This is an optimization exercise on Yosys and OpenROAD, whose aim is small area and few clock cycles per item, not a production implementation. Where RTL was checked, it was by simulation tests only, not by an equivalence proof against the original. For run 1, only the layout was checked, not whether the RTL still works.

==> flow/design.v <==
module aes_sbox (
  input  wire [7:0] in,
  output wire [7:0] out
);
  wire U0 = in[7], U1 = in[6], U2 = in[5], U3 = in[4], U4 = in[3], U5 = in[2], U6 = in[1], U7 = in[0];
  wire T4, T2, T1, T3, T13, X5, T6, T8, X8, T9, T19, T20, T10, T22, T24, T23;
  wire X16, T27, T16, T15, T26, T25, T17, T14, M1, M2, M3, M4, M5, M6, M7, M8;
  wire M9, M10, M11, M12, M13, M14, M15, M16, M17, M18, M19, M20, M21, M22, M23, M24;
  wire M25, M26, M27, M28, M29, M30, M31, M32, M33, M34, M35, M36, M37, M38, M39, M40;
  wire M41, M42, M43, M44, M45, M46, M47, M48, M49, M50, M51, M52, M53, M54, M55, M56;
  wire M57, M58, M59, M60, M61, M62, M63, Y0, Y1, Y2, Y3, Y4, Y5, Y6, Y7, Y8;
  wire Y9, Y10, Y11, Y13, Y14, Y15, Y17, Y19, Y21, Y22, Y24, Y26, Y27, Y29, Y30;
  g_xor2 u_t4 (.a(U3), .b(U5), .y(T4));
  g_xor2 u_t2 (.a(U5), .b(U0), .y(T2));
  g_xor2 u_t1 (.a(U0), .b(U3), .y(T1));
  g_xor2 u_t3 (.a(U6), .b(U0), .y(T3));
  g_xor2 u_t13 (.a(T3), .b(T4), .y(T13));
  g_xor2 u_x5 (.a(U4), .b(U6), .y(X5));
  g_xor2 u_t6 (.a(X5), .b(T1), .y(T6));
  g_xor2 u_t8 (.a(T6), .b(U7), .y(T8));
  g_xor2 u_x8 (.a(U1), .b(U2), .y(X8));
  g_xor2 u_t9 (.a(U7), .b(X8), .y(T9));
  g_xor2 u_t19 (.a(U3), .b(T9), .y(T19));
  g_xor2 u_t20 (.a(U0), .b(T9), .y(T20));
  g_xor2 u_t10 (.a(X8), .b(T6), .y(T10));
  g_xor2 u_t22 (.a(U6), .b(T9), .y(T22));
  g_xor2 u_t24 (.a(T2), .b(T10), .y(T24));
  g_xor2 u_t23 (.a(T19), .b(T13), .y(T23));
  g_xor2 u_x16 (.a(U2), .b(U5), .y(X16));
  g_xor2 u_t27 (.a(T1), .b(X16), .y(T27));
  g_xor2 u_t16 (.a(X5), .b(X16), .y(T16));
  g_xor2 u_t15 (.a(T16), .b(X8), .y(T15));
  g_xor2 u_t26 (.a(T16), .b(T3), .y(T26));
  g_xor2 u_t25 (.a(U0), .b(T16), .y(T25));
  g_xor2 u_t17 (.a(T16), .b(T9), .y(T17));
  g_xor2 u_t14 (.a(T1), .b(T15), .y(T14));
  g_nand2 u_m1 (.a(T13), .b(T6), .y(M1));
  g_nand2 u_m2 (.a(T23), .b(T8), .y(M2));
  g_xnor2 u_m3 (.a(T14), .b(M1), .y(M3));
  g_nand2 u_m4 (.a(T19), .b(U7), .y(M4));
  g_xor2 u_m5 (.a(M4), .b(M1), .y(M5));
  g_nand2 u_m6 (.a(T3), .b(T16), .y(M6));
  g_nand2 u_m7 (.a(T22), .b(T9), .y(M7));
  g_xnor2 u_m8 (.a(T26), .b(M6), .y(M8));
  g_nand2 u_m9 (.a(T20), .b(T17), .y(M9));
  g_xor2 u_m10 (.a(M9), .b(M6), .y(M10));
  g_nand2 u_m11 (.a(T1), .b(T15), .y(M11));
  g_nand2 u_m12 (.a(T4), .b(T27), .y(M12));
  g_xor2 u_m13 (.a(M12), .b(M11), .y(M13));
  g_nand2 u_m14 (.a(T2), .b(T10), .y(M14));
  g_xor2 u_m15 (.a(M14), .b(M11), .y(M15));
  g_xnor2 u_m16 (.a(M3), .b(M2), .y(M16));
  g_xor2 u_m17 (.a(M5), .b(T24), .y(M17));
  g_xnor2 u_m18 (.a(M8), .b(M7), .y(M18));
  g_xor2 u_m19 (.a(M10), .b(M15), .y(M19));
  g_xor2 u_m20 (.a(M16), .b(M13), .y(M20));
  g_xor2 u_m21 (.a(M17), .b(M15), .y(M21));
  g_xor2 u_m22 (.a(M18), .b(M13), .y(M22));
  g_xor2 u_m23 (.a(M19), .b(T25), .y(M23));
  g_xnor2 u_m24 (.a(M22), .b(M23), .y(M24));
  g_nand2 u_m25 (.a(M22), .b(M20), .y(M25));
  g_xor2 u_m26 (.a(M21), .b(M25), .y(M26));
  g_xnor2 u_m27 (.a(M20), .b(M21), .y(M27));
  g_xor2 u_m28 (.a(M23), .b(M25), .y(M28));
  g_nor2 u_m29 (.a(M28), .b(M27), .y(M29));
  g_nor2 u_m30 (.a(M26), .b(M24), .y(M30));
  g_nand2 u_m31 (.a(M20), .b(M23), .y(M31));
  g_nor2 u_m32 (.a(M27), .b(M31), .y(M32));
  g_xor2 u_m33 (.a(M27), .b(M25), .y(M33));
  g_nand2 u_m34 (.a(M21), .b(M22), .y(M34));
  g_nor2 u_m35 (.a(M24), .b(M34), .y(M35));
  g_xor2 u_m36 (.a(M24), .b(M25), .y(M36));
  g_xor2 u_m37 (.a(M21), .b(M29), .y(M37));
  g_xor2 u_m38 (.a(M32), .b(M33), .y(M38));
  g_xor2 u_m39 (.a(M23), .b(M30), .y(M39));
  g_xor2 u_m40 (.a(M35), .b(M36), .y(M40));
  g_xor2 u_m41 (.a(M38), .b(M40), .y(M41));
  g_xor2 u_m42 (.a(M37), .b(M39), .y(M42));
  g_xor2 u_m43 (.a(M37), .b(M38), .y(M43));
  g_xor2 u_m44 (.a(M39), .b(M40), .y(M44));
  g_xor2 u_m45 (.a(M42), .b(M41), .y(M45));
  g_nand2 u_m46 (.a(M44), .b(T6), .y(M46));
  g_nand2 u_m47 (.a(M40), .b(T8), .y(M47));
  g_nand2 u_m48 (.a(M39), .b(U7), .y(M48));
  g_nand2 u_m49 (.a(M43), .b(T16), .y(M49));
  g_nand2 u_m50 (.a(M38), .b(T9), .y(M50));
  g_nand2 u_m51 (.a(M37), .b(T17), .y(M51));
  g_nand2 u_m52 (.a(M42), .b(T15), .y(M52));
  g_nand2 u_m53 (.a(M45), .b(T27), .y(M53));
  g_nand2 u_m54 (.a(M41), .b(T10), .y(M54));
  g_nand2 u_m55 (.a(M44), .b(T13), .y(M55));
  g_nand2 u_m56 (.a(M40), .b(T23), .y(M56));
  g_nand2 u_m57 (.a(M39), .b(T19), .y(M57));
  g_nand2 u_m58 (.a(M43), .b(T3), .y(M58));
  g_nand2 u_m59 (.a(M38), .b(T22), .y(M59));
  g_nand2 u_m60 (.a(M37), .b(T20), .y(M60));
  g_nand2 u_m61 (.a(M42), .b(T1), .y(M61));
  g_nand2 u_m62 (.a(M45), .b(T4), .y(M62));
  g_nand2 u_m63 (.a(M41), .b(T2), .y(M63));
  g_xor2 u_y0 (.a(M61), .b(M62), .y(Y0));
  g_xnor2 u_y1 (.a(M56), .b(Y0), .y(Y1));
  g_xnor2 u_y2 (.a(M55), .b(Y1), .y(Y2));
  g_xor2 u_y3 (.a(M49), .b(M50), .y(Y3));
  g_xor2 u_y4 (.a(M46), .b(M58), .y(Y4));
  g_xnor2 u_y5 (.a(M48), .b(Y4), .y(Y5));
  g_xor2 u_y6 (.a(M46), .b(M47), .y(Y6));
  g_xor2 u_y7 (.a(M52), .b(M53), .y(Y7));
  g_xor2 u_y8 (.a(M50), .b(M51), .y(Y8));
  g_xnor2 u_y9 (.a(M59), .b(Y8), .y(Y9));
  g_xor2 u_y10 (.a(Y0), .b(Y9), .y(Y10));
  g_xor2 u_y11 (.a(Y3), .b(Y5), .y(Y11));
  g_xnor2 u_s7 (.a(Y11), .b(Y10), .y(out[0]));
  g_xor2 u_y13 (.a(M53), .b(M54), .y(Y13));
  g_xnor2 u_y14 (.a(M60), .b(Y13), .y(Y14));
  g_xor2 u_y15 (.a(Y3), .b(Y6), .y(Y15));
  g_xor2 u_s3 (.a(Y15), .b(Y2), .y(out[4]));
  g_xor2 u_y17 (.a(Y6), .b(Y7), .y(Y17));
  g_xnor2 u_s1 (.a(Y2), .b(Y17), .y(out[6]));
  g_xor2 u_y19 (.a(Y3), .b(Y7), .y(Y19));
  g_xor2 u_s0 (.a(Y2), .b(Y19), .y(out[7]));
  g_xor2 u_y21 (.a(Y11), .b(Y14), .y(Y21));
  g_xnor2 u_y22 (.a(M58), .b(Y13), .y(Y22));
  g_xnor2 u_s6 (.a(Y10), .b(Y22), .y(out[1]));
  g_xnor2 u_y24 (.a(M57), .b(Y1), .y(Y24));
  g_xor2 u_s5 (.a(Y24), .b(Y21), .y(out[2]));
  g_xor2 u_y26 (.a(M47), .b(M48), .y(Y26));
  g_xor2 u_y27 (.a(Y8), .b(Y26), .y(Y27));
  g_xor2 u_s4 (.a(Y2), .b(Y27), .y(out[3]));
  g_xor2 u_y29 (.a(M61), .b(M63), .y(Y29));
  g_xor2 u_y30 (.a(Y19), .b(Y29), .y(Y30));
  g_xnor2 u_s2 (.a(Y21), .b(Y30), .y(out[5]));
endmodule
module g_xor2  (input wire a, input wire b, output wire y); assign y = a ^ b;    endmodule
module g_xnor2 (input wire a, input wire b, output wire y); assign y = ~(a ^ b); endmodule
module g_nand2 (input wire a, input wire b, output wire y); assign y = ~(a & b); endmodule
module g_nor2  (input wire a, input wire b, output wire y); assign y = ~(a | b); endmodule
module aes128_core (
  input  wire         clk,
  input  wire         rst,         
  input  wire         in_valid,
  output wire         in_ready,
  input  wire [127:0] in_key,
  input  wire [127:0] in_block,
  output reg          out_valid,
  input  wire         out_ready,
  output wire [127:0] out_block
);
  reg         busy;
  reg  [3:0]  round;       
  reg [127:0] state;       
  reg [127:0] rkey;        
  wire accept = in_valid && in_ready;
  assign in_ready = !busy && (!out_valid || out_ready);
  reg [7:0] rcon;          
  always @* begin
    case (round)
      4'd2:    rcon = 8'h02;
      4'd3:    rcon = 8'h04;
      4'd4:    rcon = 8'h08;
      4'd5:    rcon = 8'h10;
      4'd6:    rcon = 8'h20;
      4'd7:    rcon = 8'h40;
      4'd8:    rcon = 8'h80;
      4'd9:    rcon = 8'h1b;
      4'd10:   rcon = 8'h36;
      default: rcon = 8'h01;
    endcase
  end
  wire [127:0] k_next;
  aes_key_step u_key (.k_in(busy ? rkey : in_key), .rcon(rcon), .k_out(k_next));
  wire [127:0] s_mixed;
  aes_mix_ark u_mix (
    .a(state), .k(rkey), .s_out(s_mixed), .s_last(out_block)
  );
  wire [127:0] s_next;
  aes_sub_shift u_sub (.s_in(busy ? s_mixed : (in_block ^ in_key)), .s_out(s_next));
  always @(posedge clk) begin
    if (rst) begin
      busy      <= 1'b0;
      round     <= 4'd0;
      out_valid <= 1'b0;
    end else begin
      if (out_valid && out_ready)
        out_valid <= 1'b0;
      if (accept) begin
        busy  <= 1'b1;
        round <= 4'd2;
      end else if (busy) begin
        if (round == 4'd10) begin
          busy      <= 1'b0;
          round     <= 4'd0;
          out_valid <= 1'b1;
        end else begin
          round <= round + 4'd1;
        end
      end
    end
  end
  always @(posedge clk) begin
    if (accept || busy) begin
      state <= s_next;
      rkey  <= k_next;
    end
  end
endmodule
module aes_key_step (
  input  wire [127:0] k_in,
  input  wire [7:0]   rcon,
  output wire [127:0] k_out
);
  genvar i, b;
  wire [31:0] kw0 = k_in[127:96];
  wire [31:0] kw1 = k_in[95:64];
  wire [31:0] kw2 = k_in[63:32];
  wire [31:0] kw3 = k_in[31:0];
  wire [31:0] rot = {kw3[23:0], kw3[31:24]};
  wire [31:0] sub;
  wire [31:0] nw0, nw1, nw2, nw3, t0;
  generate
    for (i = 0; i < 4; i = i + 1) begin : g_ks
      aes_sbox u_sbox (.in(rot[31-8*i -: 8]), .out(sub[31-8*i -: 8]));
    end
    for (b = 0; b < 32; b = b + 1) begin : g_kx
      wire q12, q23;
      if (b >= 24) begin : g_rc
        g_xor2 u_rc (.a(kw0[b]), .b(rcon[b-24]), .y(t0[b]));
      end else begin : g_norc
        assign t0[b] = kw0[b];
      end
      g_xor2 u_q12 (.a(kw1[b]), .b(kw2[b]), .y(q12));
      g_xor2 u_q23 (.a(kw2[b]), .b(kw3[b]), .y(q23));
      g_xor2 u_w0 (.a(t0[b]),  .b(sub[b]), .y(nw0[b]));
      g_xor2 u_w1 (.a(kw1[b]), .b(nw0[b]), .y(nw1[b]));
      g_xor2 u_w2 (.a(q12),    .b(nw0[b]), .y(nw2[b]));
      g_xor2 u_w3 (.a(q23),    .b(nw1[b]), .y(nw3[b]));
    end
  endgenerate
  assign k_out = {nw0, nw1, nw2, nw3};
endmodule
module aes_sub_shift (
  input  wire [127:0] s_in,
  output wire [127:0] s_out
);
  genvar i;
  wire [127:0] sb;
  generate
    for (i = 0; i < 16; i = i + 1) begin : g_sub
      aes_sbox u_sbox (.in(s_in[127-8*i -: 8]), .out(sb[127-8*i -: 8]));
    end
    for (i = 0; i < 16; i = i + 1) begin : g_shift
      localparam integer R = i % 4;
      localparam integer C = i / 4;
      localparam integer SRC = 4 * ((C + R) % 4) + R;
      assign s_out[127-8*i -: 8] = sb[127-8*SRC -: 8];
    end
  endgenerate
endmodule
module aes_mix_ark (
  input  wire [127:0] a,
  input  wire [127:0] k,
  output wire [127:0] s_out,
  output wire [127:0] s_last
);
  genvar i, b, n;
  generate
    for (b = 0; b < 128; b = b + 1) begin : g_ark
      g_xor2 u_h (.a(a[b]), .b(k[b]), .y(s_last[b]));
    end
  endgenerate
  generate
    for (i = 0; i < 4; i = i + 1) begin : g_mix
      wire [31:0] ac = a[127-32*i -: 32];
      wire [31:0] h = s_last[127-32*i -: 32];
      wire [31:0] u;        
      wire [31:0] x;        
      wire [7:0]  t;
      wire [31:0] f;
      for (b = 0; b < 4; b = b + 1) begin : g_byte
        localparam integer HI = 31 - 8*b;              
        localparam integer NX = 31 - 8*((b + 1) % 4);  
        wire [7:0] ub = u[HI -: 8];
        for (n = 0; n < 8; n = n + 1) begin : g_u
          g_xor2 u_u (.a(ac[HI-7+n]), .b(ac[NX-7+n]), .y(u[HI-7+n]));
        end
        assign x[HI-7] = ub[7];
        g_xor2 u_x1 (.a(ub[0]), .b(ub[7]), .y(x[HI-6]));
        assign x[HI-5] = ub[1];
        g_xor2 u_x3 (.a(ub[2]), .b(ub[7]), .y(x[HI-4]));
        g_xor2 u_x4 (.a(ub[3]), .b(ub[7]), .y(x[HI-3]));
        assign x[HI:HI-2] = ub[6:4];
        for (n = 0; n < 8; n = n + 1) begin : g_o
          if (n == 1 || n == 3 || n == 4) begin : g_late
            g_xor2 u_f (.a(t[n]), .b(x[HI-7+n]), .y(f[HI-7+n]));
            g_xor2 u_o (.a(f[HI-7+n]), .b(h[HI-7+n]), .y(s_out[127-32*i-8*b-7+n]));
          end else begin : g_early
            g_xor2 u_f (.a(h[HI-7+n]), .b(x[HI-7+n]), .y(f[HI-7+n]));
            g_xor2 u_o (.a(f[HI-7+n]), .b(t[n]), .y(s_out[127-32*i-8*b-7+n]));
          end
        end
      end
      for (b = 0; b < 8; b = b + 1) begin : g_t
        g_xor2 u_t (.a(u[24+b]), .b(u[8+b]), .y(t[b]));
      end
    end
  endgenerate
endmodule
==> flow/flow/run.sh <==
#!/bin/bash
# The standard layout, with the port buffers made of buf_1 cells rather than
# the delay-buffer cells that buffer_ports picks on its own.
set -euo pipefail
bash standard.sh BUFFER_PORTS_ARGS="-buffer_cell sky130_fd_sc_hd__buf_1" finish > flow_make.log 2>&1
==> flow/standard.sh <==
#!/bin/bash
# synth_recipe.tcl (not shown) runs the flow's synth.tcl, then flattens the netlist and writes it again
# the make line also repeats each setting of config.mk as NAME=value (left out here)
make -C /OpenROAD-flow-scripts/flow DESIGN_CONFIG=/design/flow/config.mk WORK_HOME=/design/flow/orfs CLKGATE_MAP_FILE= SYNTH_SCRIPT=/design/flow/synth_recipe.tcl "${@:-finish}"
==> flow/config.mk <==
export PLATFORM = sky130hd
export DESIGN_NAME = aes128_core
export DESIGN_NICKNAME = aes128_core
export VERILOG_FILES = /design/flow/design.v
export SDC_FILE = /design/flow/constraint.sdc
export NUM_CORES = 8
export LEC_CHECK = 0
export CAP_MARGIN = 20
export CORE_MARGIN = 2
export CORE_UTILIZATION = 60
export PLACE_DENSITY = 0.7
export SLEW_MARGIN = 20
export SYNTH_HIERARCHICAL = 1
export SYNTH_MINIMUM_KEEP_SIZE = 0
==> flow/constraint.sdc <==
create_clock -name core_clock -period 8.0 [get_ports {clk}]
set_input_delay 1.6000 -clock core_clock [delete_from_list [all_inputs] [get_ports {clk}]]
set_output_delay 1.6000 -clock core_clock [all_outputs]
set_load 0.01 [all_outputs]
==> flow_metrics.tcl, run 1 <==
set metrics [dict create \
    yosysSeqAreaShare 0.214 \
    ios 390 \
    ys_types 34 \
    finClkSkew_ns 0.0298 \
    crit_fanout 5 \
    die_x_um 251 \
    drv_cap 0 \
    yosysWarnings 7 \
    cp-startpoint "state[12]$_DFFE_PP_" \
    port_buffers 389 \
    place_ws_ns 0.264 \
    period_needed_ns 7.51 \
    holdCritPathClass "reg2reg" \
    syn-num-nets 4306 \
    tightest_slew_ns 0.966 \
    wire_per_inst_um 21.9 \
    cts_buffer_depth 3 \
    die_area_um2 62900 \
    reg2reg_slack_ns 0.49 \
    postPlaceCellArea_um2 39900 \
    clkLatencyLatePin_ns 0.60 \
    fin_area_um2 40900 \
    r2r-start "state[12]$_DFFE_PP_" \
    wirelength_um 118000 \
    reg2reg_to "state[54]$_DFFE_PP_" \
    fmax_mhz 133 \
    first_pass_iters 5 \
    cts.sinks 262 \
    detailed_place_hpwl_um 99000 \
    cts.clk_slew.worst_paths_ns 0.07 \
    worstSetupPathType "reg2reg" \
    route.detailed.drc 0 \
    synth_seq_cells 262 \
    cts-root-buf "clkbuf_16" \
    setup_slack_ns 0.489 \
    grt_pass1_wl_um 171000 \
    hold_start "round[0]$_SDFFE_PP0P_" \
    layout_commonest_cell "xor2_1" \
    hold_buffers 0 \
    grtUsageTotal 0.362 \
    final_cell_mix "xor2_1 (2151), nand2_1 (731), xnor2_1 (468)" \
    viasPerCell 5.39 \
    critPathLaunchType "register" \
    arrival_ns 7.82 \
    cts_buffers 29 \
    cp.required_ns 8.31 \
    vias 29000 \
    drtIter0Drc 2494 \
    slew_violations 0 \
    status "timing/DRC/antenna clean" \
    grt-ovfl-total 0 \
    relSlewSlack 0.356 \
    final_hold_viol_count 0 \
    syn_area_um2 36500 \
    placed_cells 5324 \
    gp_congestion 1.03 \
    rows 90 \
    ctsHtreeMaxLevel 1 \
    grt_pass1_vias 27900 \
    avgSynthCellArea_um2 9.05 \
    die_h_um 251 \
    grt_max_degree 137 \
    hold_depth 2 \
    post_layout_nonfiller_instances 5379 \
    fin_crit_sh 0.939 \
    drtAntennaViolNets 0 \
    rsz0062_at_grt "no" \
    antenna_found_initial 2 \
    setup_viol 0 \
    tns_ns 0 \
    rr_worst_depth 24 \
    final_util 0.679 \
    cp-end-kind "register" \
    synthCells 4040 \
    cts_tree "built" \
    n_fill_cell 5102 \
    syn_to_final_growth_pct 11.9 \
    final_layout_size_suffix_gt1_frac 0.0731 \
    final_nets 4839 \
    core-area_um2 60200 \
    initial_utilization 0.607 \
    holdPathEnd "round[0]$_SDFFE_PP0P_" \
]
==> state kept, by name (all words and copies together) (netlist names) <==
name and count:
rkey 128, out_valid 1, state 128, round 4
busy 1
==> kinds of logic after synthesis <==
group | share of synthesized area
buffers and inverters | 0.00962
xor gates and xnor gates | 0.628
adders and majority gates | 0.00205
muxes | 0.0398
DFF | 0.214
AOI/OAI and AO/OA | 0.0204
and+or+nand+nor | 0.0866
==> per-layer routing <==
layer / global-route usage / share of wire / vias to the layer above
li1: - / - / 13800
met1: 0.496 / 0.43 / 13800
met2: 0.569 / 0.44 / 1211
met3: 0.0518 / 0.079 / 215
met4: 0.161 / 0.052 / 0
met5: 0 / 0 / -
==> repair_timing <==
item / 4_1_cts / 5_1_grt
resized for setup: 0 / 1
endpoints found under the setup margin: 0 / 1
buffers inserted: 0 / 0
hold endpoints to repair: 0 / 0
==> per-stage QoR <==
step | hold WS [ns]
4_1_cts | 0.597
2_1_floorplan | 0.522
5_1_grt | 0.631
3_5_place_dp | 0.583
3_3_place_gp | 0.574
6_report | 0.599
==> final cells by class <==
cell class	instances	area [µm²]	area share
Clock inverter	21	267	0.00652
Sequential cell	262	7810	0.191
Antenna cell	1	2.50	0.0000612
Tap cell	782	978	0.0239
Inverter	4	15.0	0.000367
Clock buffer	33	741	0.0181
Multi-Input combinational cell	3729	28400	0.694
Timing Repair Buffer	547	2680	0.0656
==> Yosys stat by module (local to each module, per instance), a selection <==
module	times used	flip-flops and latches	cells inside	cell area [µm²]
aes128_core	1	262	868	12200
g_xnor2	340	0	1	8.76
g_xor2	2152	0	1	8.76
g_nand2	600	0	1	3.75
g_nor2	80	0	1	3.75
==> worst max-delay path by stage <==
stage | cells after the start | slack [ns] | end
after global placement | 23 | 0.35 | rkey[15]$_DFFE_PP_
final | 24 | 0.49 | state[54]$_DFFE_PP_
after floorplan | 21 | 1.18 | rkey[12]$_DFFE_PP_
after global routing | 24 | 0.07 | state[54]$_DFFE_PP_
after CTS | 24 | 0.60 | state[54]$_DFFE_PP_
after detailed placement | 23 | 0.26 | rkey[15]$_DFFE_PP_
==> synthesized netlist by cell type <==
cell type | instances | area [µm²]
dfxtp_1 | 6 | 120
nand2b_1 | 4 | 25.0
o31ai_1 | 1 | 7.51
a22o_1 | 2 | 17.5
a21oi_1 | 1 | 5.00
nand2_1 | 731 | 2740
o21ai_0 | 124 | 621
mux2i_1 | 1 | 10.0
buf_6 | 20 | 225
xnor2_1 | 468 | 4100
clkbuf_1 | 13 | 48.8
a21boi_0 | 1 | 7.51
a211oi_1 | 1 | 7.51
o21ai_1 | 8 | 40.0
ha_1 | 6 | 75.1
nand3b_1 | 1 | 7.51
nor2_1 | 84 | 315
xor2_1 | 2152 | 18800
a2bb2oi_1 | 1 | 8.76
nor2b_1 | 5 | 31.3
and4b_1 | 1 | 10.0
o21a_1 | 1 | 7.51
mux2_2 | 127 | 1430
nor3_1 | 1 | 5.00
a31oi_1 | 2 | 12.5
inv_1 | 4 | 15.0
and2_1 | 2 | 12.5
a211oi_2 | 1 | 12.5
mux2_4 | 1 | 15.0
edfxtp_1 | 256 | 7690
buf_4 | 1 | 7.51
buf_2 | 11 | 55.1
nand3_2 | 1 | 10.0
nand3_1 | 1 | 5.00
==> worst max-delay path, cell delays in order, from the launching register on <==
cell      delay (ns)
edfxtp_1        0.53
xor2_1          0.45
xor2_2          0.36
xor2_1          0.22
xor2_1          0.25
nand2_1         0.23
o21ai_0         0.36
xor2_1          0.20
buf_4           0.17
xor2_1          0.40
xor2_1          0.29
nand2_1         0.11
xor2_1          0.26
xor2_1          0.20
xor2_1          0.41
xnor2_1         0.23
xor2_1          0.20
xor2_1          0.42
xor2_1          0.36
xor2_1          0.22
nand2_1         0.10
xor2_1          0.34
xnor2_1         0.18
xnor2_1         0.51
xnor2_1         0.21
==> run 2, diff against run 1 <==
--- a/flow/design.v
+++ b/flow/design.v
@@ -24,13 +24,13 @@
   g_xor2 u_t20 (.a(U0), .b(T9), .y(T20));
   g_xor2 u_t10 (.a(X8), .b(T6), .y(T10));
   g_xor2 u_t22 (.a(U6), .b(T9), .y(T22));
-  g_xor2 u_t24 (.a(T2), .b(T10), .y(T24));
+  g_oai21 u_t24 (.a(T2), .b(T10), .n(M14), .y(T24));
   g_xor2 u_t23 (.a(T19), .b(T13), .y(T23));
   g_xor2 u_x16 (.a(U2), .b(U5), .y(X16));
   g_xor2 u_t27 (.a(T1), .b(X16), .y(T27));
   g_xor2 u_t16 (.a(X5), .b(X16), .y(T16));
   g_xor2 u_t15 (.a(T16), .b(X8), .y(T15));
-  g_xor2 u_t26 (.a(T16), .b(T3), .y(T26));
+  g_oai21 u_t26 (.a(T16), .b(T3), .n(M6), .y(T26));
   g_xor2 u_t25 (.a(U0), .b(T16), .y(T25));
   g_xor2 u_t17 (.a(T16), .b(T9), .y(T17));
   g_xor2 u_t14 (.a(T1), .b(T15), .y(T14));
@@ -41,7 +41,7 @@
   g_xor2 u_m5 (.a(M4), .b(M1), .y(M5));
   g_nand2 u_m6 (.a(T3), .b(T16), .y(M6));
   g_nand2 u_m7 (.a(T22), .b(T9), .y(M7));
-  g_xnor2 u_m8 (.a(T26), .b(M6), .y(M8));
+  g_xor2 u_m8 (.a(T26), .b(M6), .y(M8));
   g_nand2 u_m9 (.a(T20), .b(T17), .y(M9));
   g_xor2 u_m10 (.a(M9), .b(M6), .y(M10));
   g_nand2 u_m11 (.a(T1), .b(T15), .y(M11));
@@ -50,7 +50,7 @@
   g_nand2 u_m14 (.a(T2), .b(T10), .y(M14));
   g_xor2 u_m15 (.a(M14), .b(M11), .y(M15));
   g_xnor2 u_m16 (.a(M3), .b(M2), .y(M16));
-  g_xor2 u_m17 (.a(M5), .b(T24), .y(M17));
+  g_xnor2 u_m17 (.a(M5), .b(T24), .y(M17));
   g_xnor2 u_m18 (.a(M8), .b(M7), .y(M18));
   g_xor2 u_m19 (.a(M10), .b(M15), .y(M19));
   g_xor2 u_m20 (.a(M16), .b(M13), .y(M20));
@@ -130,10 +130,145 @@
   g_xor2 u_y30 (.a(Y19), .b(Y29), .y(Y30));
   g_xnor2 u_s2 (.a(Y21), .b(Y30), .y(out[5]));
 endmodule
+module aes_sbox_n (
+  input  wire [7:0] in,
+  output wire [7:0] out
+);
+  wire U0 = in[7], U1 = in[6], U2 = in[5], U3 = in[4], U4 = in[3], U5 = in[2], U6 = in[1], U7 = in[0];
+  wire T4, T2, T1, T3, T13, X5, T6, T8, X8, T9, T19, T20, T10, T22, T24, T23;
+  wire X16, T27, T16, T15, T26, T25, T17, T14, M1, M2, M3, M4, M5, M6, M7, M8;
+  wire M9, M10, M11, M12, M13, M14, M15, M16, M17, M18, M19, M20, M21, M22, M23, M24;
+  wire M25, M26, M27, M28, M29, M30, M31, M32, M33, M34, M35, M36, M37, M38, M39, M40;
+  wire M41, M42, M43, M44, M45, M46, M47, M48, M49, M50, M51, M52, M53, M54, M55, M56;
+  wire M57, M58, M59, M60, M61, M62, M63, Y0, Y1, Y2, Y3, Y4, Y5, Y6, Y7, Y8;
+  wire Y9, Y10, Y11, Y13, Y14, Y15, Y17, Y19, Y21, Y22, Y24, Y26, Y27, Y29, Y30;
+  g_xor2 u_t4 (.a(U3), .b(U5), .y(T4));
+  g_xor2 u_t2 (.a(U5), .b(U0), .y(T2));
+  g_xor2 u_t1 (.a(U0), .b(U3), .y(T1));
+  g_xor2 u_t3 (.a(U6), .b(U0), .y(T3));
+  g_xor2 u_t13 (.a(T3), .b(T4), .y(T13));
+  g_xor2 u_x5 (.a(U4), .b(U6), .y(X5));
+  g_xor2 u_t6 (.a(X5), .b(T1), .y(T6));
+  g_xnor2 u_t8 (.a(T6), .b(U7), .y(T8));
+  g_xor2 u_x8 (.a(U1), .b(U2), .y(X8));
+  g_xnor2 u_t9 (.a(U7), .b(X8), .y(T9));
+  g_xor2 u_t19 (.a(U3), .b(T9), .y(T19));
+  g_xnor2 u_t20 (.a(U0), .b(T9), .y(T20));
+  g_xor2 u_t10 (.a(X8), .b(T6), .y(T10));
+  g_xnor2 u_t22 (.a(U6), .b(T9), .y(T22));
+  g_oai21 u_t24 (.a(T2), .b(T10), .n(M14), .y(T24));
+  g_xnor2 u_t23 (.a(T19), .b(T13), .y(T23));
+  g_xor2 u_x16 (.a(U2), .b(U5), .y(X16));
+  g_xor2 u_t27 (.a(T1), .b(X16), .y(T27));
+  g_xor2 u_t16 (.a(X5), .b(X16), .y(T16));
+  g_xor2 u_t15 (.a(T16), .b(X8), .y(T15));
+  g_oai21 u_t26 (.a(T16), .b(T3), .n(M6), .y(T26));
+  g_xnor2 u_t25 (.a(U0), .b(T16), .y(T25));
+  g_xor2 u_t17 (.a(T16), .b(T9), .y(T17));
+  g_xor2 u_t14 (.a(T1), .b(T15), .y(T14));
+  g_nand2 u_m1 (.a(T13), .b(T6), .y(M1));
+  g_nand2 u_m2 (.a(T23), .b(T8), .y(M2));
+  g_xnor2 u_m3 (.a(T14), .b(M1), .y(M3));
+  g_nor2 u_m4 (.a(T19), .b(U7), .y(M4));
+  g_xnor2 u_m5 (.a(M4), .b(M1), .y(M5));
+  g_nand2 u_m6 (.a(T3), .b(T16), .y(M6));
+  g_nand2 u_m7 (.a(T22), .b(T9), .y(M7));
+  g_xor2 u_m8 (.a(T26), .b(M6), .y(M8));
+  g_nand2 u_m9 (.a(T20), .b(T17), .y(M9));
+  g_xor2 u_m10 (.a(M9), .b(M6), .y(M10));
+  g_nand2 u_m11 (.a(T1), .b(T15), .y(M11));
+  g_nand2 u_m12 (.a(T4), .b(T27), .y(M12));
+  g_xor2 u_m13 (.a(M12), .b(M11), .y(M13));
+  g_nand2 u_m14 (.a(T2), .b(T10), .y(M14));
+  g_xor2 u_m15 (.a(M14), .b(M11), .y(M15));
+  g_xnor2 u_m16 (.a(M3), .b(M2), .y(M16));
+  g_xnor2 u_m17 (.a(M5), .b(T24), .y(M17));
+  g_xnor2 u_m18 (.a(M8), .b(M7), .y(M18));
+  g_xor2 u_m19 (.a(M10), .b(M15), .y(M19));
+  g_xor2 u_m20 (.a(M16), .b(M13), .y(M20));
+  g_xor2 u_m21 (.a(M17), .b(M15), .y(M21));
+  g_xor2 u_m22 (.a(M18), .b(M13), .y(M22));
+  g_xor2 u_m23 (.a(M19), .b(T25), .y(M23));
+  g_xnor2 u_m24 (.a(M22), .b(M23), .y(M24));
+  g_nand2 u_m25 (.a(M22), .b(M20), .y(M25));
+  g_xor2 u_m26 (.a(M21), .b(M25), .y(M26));
+  g_xnor2 u_m27 (.a(M20), .b(M21), .y(M27));
+  g_xor2 u_m28 (.a(M23), .b(M25), .y(M28));
+  g_nor2 u_m29 (.a(M28), .b(M27), .y(M29));
+  g_nor2 u_m30 (.a(M26), .b(M24), .y(M30));
+  g_nand2 u_m31 (.a(M20), .b(M23), .y(M31));
+  g_nor2 u_m32 (.a(M27), .b(M31), .y(M32));
+  g_xor2 u_m33 (.a(M27), .b(M25), .y(M33));
+  g_nand2 u_m34 (.a(M21), .b(M22), .y(M34));
+  g_nor2 u_m35 (.a(M24), .b(M34), .y(M35));
+  g_xor2 u_m36 (.a(M24), .b(M25), .y(M36));
+  g_xor2 u_m37 (.a(M21), .b(M29), .y(M37));
+  g_xor2 u_m38 (.a(M32), .b(M33), .y(M38));
+  g_xnor2 u_m39 (.a(M23), .b(M30), .y(M39));
+  g_xor2 u_m40 (.a(M35), .b(M36), .y(M40));
+  g_xor2 u_m41 (.a(M38), .b(M40), .y(M41));
+  g_xnor2 u_m42 (.a(M37), .b(M39), .y(M42));
+  g_xor2 u_m43 (.a(M37), .b(M38), .y(M43));
+  g_xnor2 u_m44 (.a(M39), .b(M40), .y(M44));
+  g_xor2 u_m45 (.a(M42), .b(M41), .y(M45));
+  g_nand2 u_m46 (.a(M44), .b(T6), .y(M46));
+  g_nand2 u_m47 (.a(M40), .b(T8), .y(M47));
+  g_nor2 u_m48 (.a(M39), .b(U7), .y(M48));
+  g_nand2 u_m49 (.a(M43), .b(T16), .y(M49));
+  g_nand2 u_m50 (.a(M38), .b(T9), .y(M50));
+  g_nand2 u_m51 (.a(M37), .b(T17), .y(M51));
+  g_nand2 u_m52 (.a(M42), .b(T15), .y(M52));
+  g_nand2 u_m53 (.a(M45), .b(T27), .y(M53));
+  g_nand2 u_m54 (.a(M41), .b(T10), .y(M54));
+  g_nand2 u_m55 (.a(M44), .b(T13), .y(M55));
+  g_nand2 u_m56 (.a(M40), .b(T23), .y(M56));
+  g_nor2 u_m57 (.a(M39), .b(T19), .y(M57));
+  g_nand2 u_m58 (.a(M43), .b(T3), .y(M58));
+  g_nand2 u_m59 (.a(M38), .b(T22), .y(M59));
+  g_nand2 u_m60 (.a(M37), .b(T20), .y(M60));
+  g_nand2 u_m61 (.a(M42), .b(T1), .y(M61));
+  g_nand2 u_m62 (.a(M45), .b(T4), .y(M62));
+  g_nand2 u_m63 (.a(M41), .b(T2), .y(M63));
+  g_xor2 u_y0 (.a(M61), .b(M62), .y(Y0));
+  g_xnor2 u_y1 (.a(M56), .b(Y0), .y(Y1));
+  g_xnor2 u_y2 (.a(M55), .b(Y1), .y(Y2));
+  g_xor2 u_y3 (.a(M49), .b(M50), .y(Y3));
+  g_xor2 u_y4 (.a(M46), .b(M58), .y(Y4));
+  g_xor2 u_y5 (.a(M48), .b(Y4), .y(Y5));
+  g_xor2 u_y6 (.a(M46), .b(M47), .y(Y6));
+  g_xor2 u_y7 (.a(M52), .b(M53), .y(Y7));
+  g_xor2 u_y8 (.a(M50), .b(M51), .y(Y8));
+  g_xnor2 u_y9 (.a(M59), .b(Y8), .y(Y9));
+  g_xor2 u_y10 (.a(Y0), .b(Y9), .y(Y10));
+  g_xor2 u_y11 (.a(Y3), .b(Y5), .y(Y11));
+  g_xnor2 u_s7 (.a(Y11), .b(Y10), .y(out[0]));
+  g_xor2 u_y13 (.a(M53), .b(M54), .y(Y13));
+  g_xnor2 u_y14 (.a(M60), .b(Y13), .y(Y14));
+  g_xor2 u_y15 (.a(Y3), .b(Y6), .y(Y15));
+  g_xor2 u_s3 (.a(Y15), .b(Y2), .y(out[4]));
+  g_xor2 u_y17 (.a(Y6), .b(Y7), .y(Y17));
+  g_xnor2 u_s1 (.a(Y2), .b(Y17), .y(out[6]));
+  g_xor2 u_y19 (.a(Y3), .b(Y7), .y(Y19));
+  g_xor2 u_s0 (.a(Y2), .b(Y19), .y(out[7]));
+  g_xor2 u_y21 (.a(Y11), .b(Y14), .y(Y21));
+  g_xnor2 u_y22 (.a(M58), .b(Y13), .y(Y22));
+  g_xnor2 u_s6 (.a(Y10), .b(Y22), .y(out[1]));
+  g_xor2 u_y24 (.a(M57), .b(Y1), .y(Y24));
+  g_xor2 u_s5 (.a(Y24), .b(Y21), .y(out[2]));
+  g_xnor2 u_y26 (.a(M47), .b(M48), .y(Y26));
+  g_xor2 u_y27 (.a(Y8), .b(Y26), .y(Y27));
+  g_xor2 u_s4 (.a(Y2), .b(Y27), .y(out[3]));
+  g_xor2 u_y29 (.a(M61), .b(M63), .y(Y29));
+  g_xor2 u_y30 (.a(Y19), .b(Y29), .y(Y30));
+  g_xnor2 u_s2 (.a(Y21), .b(Y30), .y(out[5]));
+endmodule
 module g_xor2  (input wire a, input wire b, output wire y); assign y = a ^ b;    endmodule
 module g_xnor2 (input wire a, input wire b, output wire y); assign y = ~(a ^ b); endmodule
 module g_nand2 (input wire a, input wire b, output wire y); assign y = ~(a & b); endmodule
 module g_nor2  (input wire a, input wire b, output wire y); assign y = ~(a | b); endmodule
+module g_mux2i (input wire s, input wire a0, input wire a1, output wire y); assign y = ~(s ? a1 : a0); endmodule
+module g_oai21 (input wire a, input wire b, input wire n, output wire y); assign y = ~((a | b) & n); endmodule
+module g_aoi21 (input wire a, input wire b, input wire n, output wire y); assign y = ~((a & b) | n); endmodule
 module aes128_core (
   input  wire         clk,
   input  wire         rst,         
@@ -166,8 +301,15 @@
       default: rcon = 8'h01;
     endcase
   end
+  wire [127:0] k_in_n;
+  genvar b;
+  generate
+    for (b = 0; b < 128; b = b + 1) begin : g_kmux
+      g_mux2i u_kmux (.s(busy), .a0(in_key[b]), .a1(rkey[b]), .y(k_in_n[b]));
+    end
+  endgenerate
   wire [127:0] k_next;
-  aes_key_step u_key (.k_in(busy ? rkey : in_key), .rcon(rcon), .k_out(k_next));
+  aes_key_step u_key (.k_in_n(k_in_n), .rcon(rcon), .k_out(k_next));
   wire [127:0] s_mixed;
   aes_mix_ark u_mix (
     .a(state), .k(rkey), .s_out(s_mixed), .s_last(out_block)
@@ -204,35 +346,32 @@
   end
 endmodule
 module aes_key_step (
-  input  wire [127:0] k_in,
+  input  wire [127:0] k_in_n,
   input  wire [7:0]   rcon,
   output wire [127:0] k_out
 );
   genvar i, b;
-  wire [31:0] kw0 = k_in[127:96];
-  wire [31:0] kw1 = k_in[95:64];
-  wire [31:0] kw2 = k_in[63:32];
-  wire [31:0] kw3 = k_in[31:0];
-  wire [31:0] rot = {kw3[23:0], kw3[31:24]};
+  wire [31:0] kw0_n = k_in_n[127:96];
+  wire [31:0] kw1_n = k_in_n[95:64];
+  wire [31:0] kw2_n = k_in_n[63:32];
+  wire [31:0] kw3_n = k_in_n[31:0];
+  wire [31:0] rot_n = {kw3_n[23:0], kw3_n[31:24]};
   wire [31:0] sub;
-  wire [31:0] nw0, nw1, nw2, nw3, t0;
+  wire [31:0] nw0, nw1, nw2, nw3, t0_n;
   generate
     for (i = 0; i < 4; i = i + 1) begin : g_ks
-      aes_sbox u_sbox (.in(rot[31-8*i -: 8]), .out(sub[31-8*i -: 8]));
+      aes_sbox_n u_sbox (.in(rot_n[31-8*i -: 8]), .out(sub[31-8*i -: 8]));
     end
     for (b = 0; b < 32; b = b + 1) begin : g_kx
-      wire q12, q23;
       if (b >= 24) begin : g_rc
-        g_xor2 u_rc (.a(kw0[b]), .b(rcon[b-24]), .y(t0[b]));
+        g_xor2 u_rc (.a(kw0_n[b]), .b(rcon[b-24]), .y(t0_n[b]));
       end else begin : g_norc
-        assign t0[b] = kw0[b];
+        assign t0_n[b] = kw0_n[b];
       end
-      g_xor2 u_q12 (.a(kw1[b]), .b(kw2[b]), .y(q12));
-      g_xor2 u_q23 (.a(kw2[b]), .b(kw3[b]), .y(q23));
-      g_xor2 u_w0 (.a(t0[b]),  .b(sub[b]), .y(nw0[b]));
-      g_xor2 u_w1 (.a(kw1[b]), .b(nw0[b]), .y(nw1[b]));
-      g_xor2 u_w2 (.a(q12),    .b(nw0[b]), .y(nw2[b]));
-      g_xor2 u_w3 (.a(q23),    .b(nw1[b]), .y(nw3[b]));
+      g_xnor2 u_w0 (.a(t0_n[b]),  .b(sub[b]), .y(nw0[b]));
+      g_xnor2 u_w1 (.a(kw1_n[b]), .b(nw0[b]), .y(nw1[b]));
+      g_xnor2 u_w2 (.a(kw2_n[b]), .b(nw1[b]), .y(nw2[b]));
+      g_xnor2 u_w3 (.a(kw3_n[b]), .b(nw2[b]), .y(nw3[b]));
     end
   endgenerate
   assign k_out = {nw0, nw1, nw2, nw3};
@@ -274,7 +413,7 @@
       wire [31:0] u;        
       wire [31:0] x;        
       wire [7:0]  t;
-      wire [31:0] f;
+      wire [31:0] f;        
       for (b = 0; b < 4; b = b + 1) begin : g_byte
         localparam integer HI = 31 - 8*b;              
         localparam integer NX = 31 - 8*((b + 1) % 4);  
==> run 2 against run 1 <==
- wire length is 2.4% lower
- first-iteration DRC count is 1.6% lower
- critical endpoint is now rkey[5]$_DFFE_PP_
- register-to-register slack hardly changed
- flip-flop and latch count stayed put
- still clean on timing, DRC and antenna
- cell area is 0.63% lower
- largest cell class unchanged
- die area is 2.8% lower
- highest routed layer unchanged
- via count is 0.26% lower
==> flow_metrics.tcl, run 2 <==
set metrics [dict create \
    drtAntennaViolNets 0 \
    grt_pass1_vias 27800 \
    cp-startpoint "in_key[29]" \
    fmax_mhz 132 \
    synth_area_leaders "xor2_1 (46%), edfxtp_1 (22%), xnor2_1 (16%)" \
    drtIter0Drc 2453 \
    crit_fanout 4 \
    grt-ovfl-total 0 \
    crit_path_max_incr_delay_ns 0.66 \
    cp_slowest_cell "xnor2_1" \
    cp.required_ns 8.29 \
    holdPathEnd "round[0]$_SDFFE_PP0P_" \
    cts_setup_buffers 0 \
    final_layout_size_suffix_gt1_frac 0.0583 \
    grtUsageTotal 0.366 \
    relSlewSlack 0.306 \
    worstSetupPathType "in2reg" \
    r2r-start "state[44]$_DFFE_PP_" \
    slew_violations 0 \
    ys_top_cells_by_count "xor2_1 (1884), nand2_1 (719), xnor2_1 (632), edfxtp_1 (256), o21ai_0 (131)" \
    final_cell_mix "xor2_1 (1884), nand2_1 (719), xnor2_1 (632)" \
    async_reset_ff_frac 0 \
    cts.clk_slew.worst_paths_ns 0.06 \
    largestRegisters "rkey (128), state (128), round (4)" \
    detailed_place_hpwl_um 96500 \
    first_pass_iters 5 \
    final_nets 4835 \
    wire_per_inst_um 21.4 \
    synth_edf_count 256 \
    reg2reg_slack_ns 0.50 \
    fin_area_um2 40600 \
    cts_buffer_depth 3 \
    yosysWarnings 7 \
    rsz0062_at_grt "no" \
    yosys.area.top_type "xor2_1" \
    synthCells 3962 \
    wl_met2_um 53300 \
    period_needed_ns 7.58 \
    die_h_um 247 \
    cts_buffers 34 \
    netlist.area_leader.share 0.465 \
    dr.max_layer_used "met4" \
    drv_cap 0 \
    path_delay_family "XOR/XNOR gates" \
    wirelength_um 115000 \
    worstPathCellList "buf_1 -> mux2i_1 -> xor2_1 -> xnor2_1 -> xor2_1 -> xnor2_1 -> nand2_1 -> xnor2_1 -> xor2_1 -> nand2_1 -> xor2_1 -> nor2_1 -> xor2_1 -> xnor2_1 -> xor2_1 -> nand2_1 -> xor2_1 -> xor2_1 -> xor2_1 -> xnor2_1 -> xnor2_1 -> xnor2_1 -> xnor2_1 -> xnor2_1" \
    cts.sinks 262 \
    grt_max_degree 159 \
    syn_to_final_growth_pct 14.5 \
    cts_tree "built" \
    port_buffers 389 \
    die_area_um2 61100 \
    yosysMostFrequentCell "xor2_1" \
    synth_ff_type "edfxtp_1" \
    wl_met3_um 7590 \
    path_buf_inv 1 \
    ios 390 \
    syn-num-nets 4228 \
    status "timing/DRC/antenna clean" \
    syn_area_um2 35500 \
    ctsResizeCount 0 \
    rr_worst_depth 24 \
    synth_seq_cells 262 \
    drt-met1-wl_um 47800 \
    setup_viol 0 \
    tns_ns 0 \
    critPathLaunchType "primary input" \
    initial_utilization 0.604 \
    yosysSeqAreaShare 0.220 \
    rows 89 \
    cts-root-buf "clkbuf_16" \
    avgSynthCellArea_um2 8.96 \
    antenna_found_initial 0 \
    tightest_slew_ns 1.04 \
    grt_pass1_wl_um 167000 \
    final_util 0.691 \
    route.detailed.drc 0 \
    reg2reg_to "state[2]$_DFFE_PP_" \
    ys_types 31 \
    finClkSkew_ns 0.0142 \
    cp-end-kind "register" \
    viasPerCell 5.39 \
    hold_depth 2 \
    layout_commonest_cell "xor2_1" \
    die_x_um 247 \
    hold_start "round[0]$_SDFFE_PP0P_" \
    arrival_ns 7.87 \
    clkLatencyLatePin_ns 0.56 \
    core-area_um2 58800 \
    ctsHtreeMaxLevel 2 \
    hold_buffers 0 \
    holdCritPathClass "reg2reg" \
    postPlaceCellArea_um2 39400 \
    gp_congestion 1.01 \
    fin_crit_sh 0.947 \
    final_hold_viol_count 0 \
    vias 28900 \
]
run 2: cell type report:
cell class,instances,area [µm²]
diodes,1,2.50
clock buffers,44,952
clock inverters,16,259
fillers,5018,18200
inverters,4,15.0
multi-input cells,3665,27500
flip-flops and latches,262,7810
well taps,773,967
repair buffers,602,3110
run 2: worst max path at each step:
stage                                 to  slack, ns  cells past startpoint
finish                 rkey[5]$_DFFE_PP_       0.42                     24
global route        state[103]$_DFFE_PP_       0.03                     23
CTS                    rkey[5]$_DFFE_PP_       0.68                     24
detailed placement     rkey[5]$_DFFE_PP_       0.13                     24
global placement      rkey[15]$_DFFE_PP_       0.24                     24
floorplan             rkey[15]$_DFFE_PP_       0.91                     22
run 2: per-module statistics from Yosys (local to each module, per instance), excerpt:
module | copies in the design | flops+latches
g_xnor2 | 504 | 0
g_xor2 | 1884 | 0
g_nor2 | 92 | 0
g_nand2 | 588 | 0
aes128_core | 1 | 262
g_oai21 | 40 | 0
g_mux2i | 128 | 0
run 2: worst reg2reg max path: stages, from the launching register on:
cell and delay (ns):
edfxtp_1 0.62, xor2_1 0.36, xor2_1 0.62, xor2_1 0.31, xor2_1 0.18, nand2_1 0.07, o21ai_0 0.27, xor2_1 0.52
xor2_1 0.39, xor2_1 0.32, nand2_1 0.13, xor2_1 0.26, xor2_1 0.21, xor2_1 0.41, xnor2_1 0.25, xor2_1 0.21
xor2_1 0.29, buf_4 0.19, xor2_1 0.17, nand2_1 0.13, xor2_1 0.19, xnor2_1 0.21, xor2_1 0.26, xor2_1 0.31
xor2_1 0.38
run 2: stage by stage:
| stage | worst slack [ns] | hold slack (ns) | cells |
|---|---|---|---|
| 3_5_place_dp | 0.128 | 0.588 | 5306 |
| 4_1_cts | 0.684 | 0.598 | 5366 |
| 3_3_place_gp | 0.243 | 0.577 | 5306 |
| 5_1_grt | 0.0267 | 0.648 | 5366 |
| 6_report | 0.423 | 0.608 | 5367 |
| 2_1_floorplan | 0.913 | 0.521 | 3962 |
run 2: cell families (layout without fill, tap and decap cells):
family,Yosys count,count (layout),share of synthesized area
mux,129,129,0.0364
compound gates,183,183,0.0268
fa+ha+maj,6,6,0.00211
flops,262,262,0.220
simple gates,831,831,0.0892
other cells,0,1,0
xor+xnor,2516,2516,0.621
buf+inv,35,666,0.00493
run 2: layer usage:
layer | vias up | track usage
li1 | 13800 | -
met1 | 13800 | 0.479
met2 | 1153 | 0.605
met3 | 231 | 0.0335
met4 | 0 | 0.180
met5 | - | 0
Testbench counts of run 2, summed over its fixed seeds: cycles 19,208, items 1,920.
==> run 3, diff against run 2 <==
==> flow/flow/run.sh (replaced) <==
#!/bin/bash
# The standard layout, with the port buffers made of buf_1 cells rather than
# the delay-buffer cells that buffer_ports picks on its own, timing-driven
# global placement that does not keep the resizer's trial changes, and a
# clock tree of clkbuf_8 cells without dummy loads.
set -euo pipefail
bash standard.sh BUFFER_PORTS_ARGS="-buffer_cell sky130_fd_sc_hd__buf_1" \
  GPL_KEEP_OVERFLOW=0 \
  CTS_ARGS="-sink_clustering_enable -repair_clock_nets -dont_use_dummy_load -buf_list {sky130_fd_sc_hd__clkbuf_8} -sink_clustering_size 16 -sink_clustering_max_diameter 60" \
  finish > flow_make.log 2>&1
==> run 3 against run 2 <==
- still clean on timing, DRC and antenna
- synthesized cell count stayed put
- via count is 2.4% lower
- critical path type is now reg2reg
- critical endpoint is now state[54]$_DFFE_PP_
- highest routed layer unchanged
==> flow_metrics.tcl, run 3 <==
set metrics [dict create \
    status "timing/DRC/antenna clean" \
    yosysMostFrequentCell "xor2_1" \
    drv_cap 0 \
    cp_slowest_cell "xor2_1" \
    viasPerCell 5.45 \
    initial_utilization 0.604 \
    synth_ff_type "edfxtp_1" \
    die_h_um 247 \
    rows 89 \
    rr_worst_depth 23 \
    avgSynthCellArea_um2 8.96 \
    synth_area_leaders "xor2_1 (46%), edfxtp_1 (22%), xnor2_1 (16%)" \
    critPathLaunchType "register" \
    syn_area_um2 35500 \
    core-area_um2 58800 \
    drtAntennaViolNets 0 \
    grt-busiest-layer "met2" \
    grtUsageMet2 0.594 \
    synth_seq_cells 262 \
    cts_buffer_depth 3 \
    gp_congestion 1.02 \
    layout_commonest_cell "xor2_1" \
    crit_path_max_incr_delay_ns 0.61 \
    post_layout_nonfiller_instances 5174 \
    yosys.area.top_type "xor2_1" \
    grtUsageMet1 0.477 \
    vias 28200 \
    yosysWarnings 7 \
    final_nets 4667 \
    synthCells 3962 \
    placed_cells 5105 \
    wire_per_inst_um 22.3 \
    syn_to_final_growth_pct 12.7 \
    grt_pass1_wl_um 164000 \
    holdCritPathClass "reg2reg" \
    synth_edf_count 256 \
    yosysSeqAreaShare 0.220 \
    setup_viol 0 \
    grt.met3_usage 0.0343 \
    fmax_mhz 131 \
    slew_violations 0 \
    hold_buffers 0 \
    tns_ns 0 \
    final_layout_size_suffix_gt1_frac 0.0484 \
    detailed_place_hpwl_um 96400 \
    grt_pass1_vias 26800 \
    n_fill_cell 5043 \
    cts_buffers 36 \
    arrival_ns 7.99 \
    rsz0062_at_grt "no" \
    final_hold_viol_count 0 \
    netlist.area_leader.share 0.465 \
    cp-end-kind "register" \
    relSlewSlack 0.130 \
    crit_fanout 6 \
    worstSetupPathType "reg2reg" \
    largestRegisters "rkey (128), state (128), round (4)" \
    grt_max_degree 80 \
    crit_top_cell "xor2_1" \
    clkLatencyLatePin_ns 0.63 \
    die_area_um2 61100 \
    async_reset_ff_frac 0 \
    ys_top_cells_by_count "xor2_1 (1884), nand2_1 (719), xnor2_1 (632), edfxtp_1 (256), o21ai_0 (131)" \
    cts_tree "built" \
    ios 390 \
    hold_depth 2 \
    cts.sinks 262 \
    first_pass_iters 5 \
    tightest_slew_ns 1.29 \
    grtUsageTotal 0.364 \
    ctsHtreeMaxLevel 2 \
    period_needed_ns 7.66 \
    cts-root-buf "clkbuf_8" \
    syn-num-nets 4228 \
    cts.clk_slew.worst_paths_ns 0.09 \
    worstPathCellList "xor2_1 -> xor2_1 -> xor2_1 -> xor2_1 -> nand2_1 -> o21ai_1 -> xor2_1 -> xor2_1 -> xor2_1 -> nand2_1 -> xor2_1 -> xor2_1 -> xor2_1 -> xnor2_1 -> xor2_1 -> xor2_1 -> xor2_1 -> xor2_1 -> nand2_1 -> xor2_1 -> xnor2_1 -> xnor2_1 -> xnor2_1" \
    ys_types 31 \
    die_x_um 247 \
    grt-ovfl-total 0 \
    drtIter0Drc 2349 \
    port_buffers 389 \
    cp.required_ns 8.33 \
    finClkSkew_ns 0.0662 \
    final_cell_mix "xor2_1 (1837), nand2_1 (719), xnor2_1 (573)" \
    antenna_found_initial 3 \
    fin_crit_sh 0.957 \
    wirelength_um 115000 \
    route.detailed.drc 0 \
]
[run 3: cell type report]
class / count / area (µm²) / share of cell area
multi-input cells: 3665 / 28600 / 0.716
flip-flops and latches: 262 / 7810 / 0.195
repair buffers: 432 / 2070 / 0.0517
well taps: 773 / 967 / 0.0242
clock buffers: 36 / 495 / 0.0124
inverters: 4 / 15.0 / 0.000375
diodes: 2 / 5.00 / 0.000125
[run 3: critical path, delay by kind of cell, from the launching register on]
family	cells	cell delay, ns
AOI/OAI and AO/OA	1	0.49
DFF	1	0.50
and+or+nand+nor	3	0.31
xor gates and xnor gates	19	6.04
[run 3: per-module statistics from Yosys (local to each module, per instance), excerpt]
module       cell area [µm²]  copies in the design  cells inside  flip-flops and latches
aes128_core            10600                     1           726                     262
g_mux2i                 10.0                   128             1                       0
g_xnor2                 8.76                   504             1                       0
g_xor2                  8.76                  1884             1                       0
g_oai21                 5.00                    40             1                       0
g_nand2                 3.75                   588             1                       0
g_nor2                  3.75                    92             1                       0
[run 3: path summary, 6_finish.rpt]
check / from / endpoint / slack (ns)
setup / recovery: state[9]$_DFFE_PP_ / state[54]$_DFFE_PP_ / 0.34
setup reg to reg: state[9]$_DFFE_PP_ / state[54]$_DFFE_PP_ / 0.34
hold reg to reg: round[0]$_SDFFE_PP0P_ / round[0]$_SDFFE_PP0P_ / 0.59
hold / removal: round[0]$_SDFFE_PP0P_ / round[0]$_SDFFE_PP0P_ / 0.59
[run 3: cell families (layout without fill, tap and decap cells)]
group                    count (synthesis)  count (layout)  share of synthesized area
adder cells (fa/ha/maj)                  6               6                    0.00211
flip-flops                             262             262                      0.220
AND/OR/NAND/NOR                        831             831                     0.0892
AO/OA/AOI/OAI                          183             183                     0.0268
buffers and inverters                   35             472                    0.00493
other                                    0               2                          0
XOR/XNOR                              2516            2516                      0.621
multiplexers                           129             129                     0.0364
[run 3: stage by stage]
stage | hold slack [ns] | worst slack (ns) | cell area, µm² | util
3_5_place_dp | 0.575 | -1.47 | 38100 | 0.648
3_3_place_gp | 0.573 | -3.61 | 37800 | 0.642
4_1_cts | 0.584 | -0.0976 | 39300 | 0.668
5_1_grt | 0.622 | 0.0122 | 40000 | 0.680
2_1_floorplan | 0.521 | 0.913 | 35500 | -
6_report | 0.589 | 0.343 | 40000 | 0.680
[run 3: per-layer routing]
metal,wire (µm),vias to the layer above,part of all wire
met3,8160,228,0.071
met2,53100,1149,0.46
met5,0,-,0
met4,6650,0,0.058
li1,-,13400,-
met1,47600,13500,0.41
[run 3: repair_timing]
action	4_1_cts	5_1_grt
endpoints found under the setup margin	110	124
pin swaps	9	4
cloned	0	4
gates resized for setup	89	62
buffers inserted	10	17
==> run 4, diff against run 3 <==
==> flow/flow/run.sh (replaced) <==
#!/bin/bash
# The standard layout, with the port buffers made of buf_1 cells rather than
# the delay-buffer cells that buffer_ports picks on its own, and a clock tree
# of clkbuf_4 cells without dummy loads.
set -euo pipefail
bash standard.sh BUFFER_PORTS_ARGS="-buffer_cell sky130_fd_sc_hd__buf_1" \
  GLOBAL_PLACEMENT_ARGS="-timing_driven_repair_tns_end_percent 0" \
  CTS_ARGS="-sink_clustering_enable -repair_clock_nets -dont_use_dummy_load -buf_list {sky130_fd_sc_hd__clkbuf_4} -sink_clustering_size 9 -sink_clustering_max_diameter 40" \
  finish > flow_make.log 2>&1
==> run 4 against run 3 <==
- sequential share of layout area rose by 0.067 points
- synthesized area did not move
- non-clock buffer count rose by 170
- hold slack improved by 0.0096 ns
- critical path depth rose by 1
- flip-flop and latch count did not move
- count of clock-buffer cells in the layout rose by 20
- wire length fell by 1.4%
- utilization fell by 0.23 points
- cell count rose by 3.7%
- clock skew rose by 0.041 ns
==> flow_metrics.tcl, run 4 <==
set metrics [dict create \
    gp_congestion 1.01 \
    yosysWarnings 7 \
    core-area_um2 58800 \
    die_x_um 247 \
    cts_buffers 56 \
    postPlaceCellArea_um2 39400 \
    rows 89 \
    tns_ns 0 \
    route.detailed.drc 0 \
    synth-xor-area-share 0.621 \
    cts_buffer_depth 3 \
    drtIter0Drc 2297 \
    viasPerCell 5.37 \
    cts_tree "built" \
    die_area_um2 61100 \
    final_nets 4857 \
    grtUsageTotal 0.364 \
    drv_cap 0 \
    hold_buffers 0 \
    ctsHtreeMaxLevel 2 \
    async_reset_ff_frac 0 \
    syn_to_final_growth_pct 12.3 \
    synth_top_family_by_area "XOR/XNOR gates" \
    holdCritPathClass "reg2reg" \
    holdPathEnd "round[0]$_SDFFE_PP0P_" \
    crit_fanout 5 \
    yosysSeqAreaShare 0.220 \
    vias 28800 \
    syn_area_um2 35500 \
    largestRegisters "rkey (128), state (128), round (4)" \
    drtAntennaViolNets 0 \
    final_hold_viol_count 0 \
    die_h_um 247 \
    synth_area_leaders "xor2_1 (46%), edfxtp_1 (22%), xnor2_1 (16%)" \
    relSlewSlack 0.311 \
    fin_crit_sh 0.933 \
    detailed_place_hpwl_um 96500 \
    crit_path_max_incr_delay_ns 0.51 \
    ys_types 31 \
    cp_slowest_cell "edfxtp_1" \
    final_util 0.678 \
    worstPathCellList "xor2_1 -> xor2_1 -> xor2_1 -> xor2_1 -> nand2_1 -> o21ai_0 -> buf_4 -> xor2_1 -> xor2_1 -> xor2_1 -> nand2_1 -> xor2_1 -> xor2_1 -> xor2_1 -> xnor2_1 -> xor2_1 -> xor2_1 -> xor2_1 -> xor2_1 -> nand2_1 -> xor2_1 -> xnor2_1 -> xor2_1 -> xor2_1" \
    ys_top_cells_by_count "xor2_1 (1884), nand2_1 (719), xnor2_1 (632), edfxtp_1 (256), o21ai_0 (131)" \
    rsz0062_at_grt "no" \
    synth_seq_cells 262 \
    cts_setup_buffers 0 \
    place_ws_ns 0.128 \
    ios 390 \
    final_cell_mix "xor2_1 (1883), nand2_1 (719), xnor2_1 (632)" \
    grt_pass1_vias 27800 \
    cts.sinks 262 \
    synth_edf_count 256 \
    reg2reg_slack_ns 0.53 \
    cts-root-buf "clkbuf_4" \
    wirelength_um 114000 \
    setup_viol 0 \
    yosys.area_share.simple 0.0892 \
    fmax_mhz 134 \
    crit_top_cell "xor2_1" \
    layout_commonest_cell "xor2_1" \
    period_needed_ns 7.47 \
    synth.area.mux_share 0.0364 \
    grt_max_degree 159 \
    cts.clk_slew.worst_paths_ns 0.09 \
    first_pass_iters 5 \
    critPathLaunchType "register" \
    netlist.area_leader.share 0.465 \
    cp-end-kind "register" \
    hold_start "round[0]$_SDFFE_PP0P_" \
    yosys.area_share.adder 0.00211 \
    final_layout_size_suffix_gt1_frac 0.0599 \
    post_layout_nonfiller_instances 5363 \
    yosysMostFrequentCell "xor2_1" \
    finClkSkew_ns 0.107 \
    arrival_ns 8.01 \
    r2r-start "state[100]$_DFFE_PP_" \
    worstSetupPathType "reg2reg" \
    clkLatencyLatePin_ns 0.87 \
    grt_pass1_wl_um 166000 \
    hold_depth 2 \
    fin_area_um2 39900 \
    cp.required_ns 8.55 \
    status "timing/DRC/antenna clean" \
    avgSynthCellArea_um2 8.96 \
    grt-ovfl-total 0 \
    placed_cells 5306 \
    slew_violations 0 \
    tightest_slew_ns 1.03 \
    synth_compound_area_frac 0.0268 \
    synth_ff_type "edfxtp_1" \
    yosys.area.top_type "xor2_1" \
    wire_per_inst_um 21.2 \
    reg2reg_to "state[42]$_DFFE_PP_" \
    rr_worst_depth 24 \
    fin_worst_hold_slack_ns 0.599 \
    n_fill_cell 5147 \
    setup_slack_ns 0.534 \
    ctsResizeCount 0 \
    syn-num-nets 4228 \
    initial_utilization 0.604 \
    synthCells 3962 \
    antenna_found_initial 2 \
    port_buffers 389 \
]
==> run 4: changes by cell type in the layout (fill, tap and decap cells not counted), sizes merged <==
cell	change
buf	+174
clkbuf	+16
diode	-1
==> run 4: Yosys stat by module, one instance, submodules excluded, a selection <==
module	flip-flops and latches	cells inside	copies in the design	area [µm²]
g_xor2	0	1	1884	8.76
g_mux2i	0	1	128	10.0
g_xnor2	0	1	504	8.76
g_nor2	0	1	92	3.75
aes128_core	262	726	1	10600
g_oai21	0	1	40	5.00
g_nand2	0	1	588	3.75
==> run 4: cell families after synthesis <==
family	after synthesis
fa+ha+maj	6
buf+inv	35
simple gates	831
xor+xnor	2516
compound gates	183
mux	129
flops	262
==> run 4: layout make-up <==
| type | count | area, µm² | area share |
|---|---|---|---|
| Antenna cell | 1 | 2.50 | 0.0000628 |
| Clock buffer | 56 | 420 | 0.0105 |
| Inverter | 4 | 15.0 | 0.000377 |
| Multi-Input combinational cell | 3665 | 27500 | 0.691 |
| Sequential cell | 262 | 7810 | 0.196 |
| Tap cell | 773 | 967 | 0.0243 |
| Timing Repair Buffer | 602 | 3110 | 0.0780 |
==> run 4: routing by layer <==
| layer | vias to the layer above | routed length, µm | part of all wire | GRT usage |
|---|---|---|---|---|
| met5 | - | 0 | 0 | 0 |
| met3 | 213 | 7610 | 0.067 | 0.0440 |
| li1 | 13800 | - | - | - |
| met1 | 13700 | 47500 | 0.42 | 0.471 |
| met4 | 0 | 5630 | 0.049 | 0.170 |
| met2 | 1132 | 53100 | 0.47 | 0.603 |
==> run 4: worst max path at each step <==
| stage | slack (ns) | endpoint | start | cells past startpoint |
|---|---|---|---|---|
| 6_report | 0.53 | state[42]$_DFFE_PP_ | state[100]$_DFFE_PP_ | 24 |
| 3_5_place_dp | 0.13 | rkey[5]$_DFFE_PP_ | in_key[29] | 24 |
| 2_1_floorplan | 0.91 | rkey[15]$_DFFE_PP_ | busy$_SDFF_PP0_ | 22 |
| 5_1_grt | 0.03 | state[103]$_DFFE_PP_ | state[23]$_DFFE_PP_ | 23 |
| 3_3_place_gp | 0.24 | rkey[15]$_DFFE_PP_ | in_key[5] | 24 |
| 4_1_cts | 0.65 | state[42]$_DFFE_PP_ | state[103]$_DFFE_PP_ | 23 |
==> run 4: worst max-delay path: cells and delay by family (launching register included) <==
family                    cells  cell delay [ns]
AOI/OAI and AO/OA             1             0.15
DFF                           1             0.51
buffers and inverters         1             0.20
xor gates and xnor gates     19             5.99
and+or+nand+nor               3             0.30

==> re-timing with driven ports <==
Ports are ideal in the flow. The routed layouts listed here were re-timed in OpenROAD. Step 1 sets driving cells, clkbuf_16 on the clock port and buf_2 on the other inputs (assumed; they add their load-dependent delay and slew). Step 2, shift: input delay + t, output delay - t, t = (earliest + latest rising clock arrival at the registers) / 2. This alone moves slack from input paths to output paths. Slacks: no drivers / after step 1 / after step 2; pairs: no drivers / after step 1.
run | t, ns | slack for setup (ns) | worst setup path after step 2 | slew at the worst register clock pin (ns)
run 1 | 0.645 | 0.489 / 0.489 / 0.090 | input to register | 0.07 / 0.07
run 2 | 0.621 | 0.423 / 0.469 / -0.152 | input to register | 0.07 / 0.07
run 3 | 0.657 | 0.343 / 0.343 / -0.182 | input to register | 0.09 / 0.09
run 4 | 0.873 | 0.534 / 0.534 / -0.131 | input to register | 0.11 / 0.11
With both steps, setup timing fails in run 2, run 3 and run 4, where it was met with ideal ports. The setup slack of run 4, which loses most, moves by 0.000 ns with the drivers and by -0.665 ns with both steps.
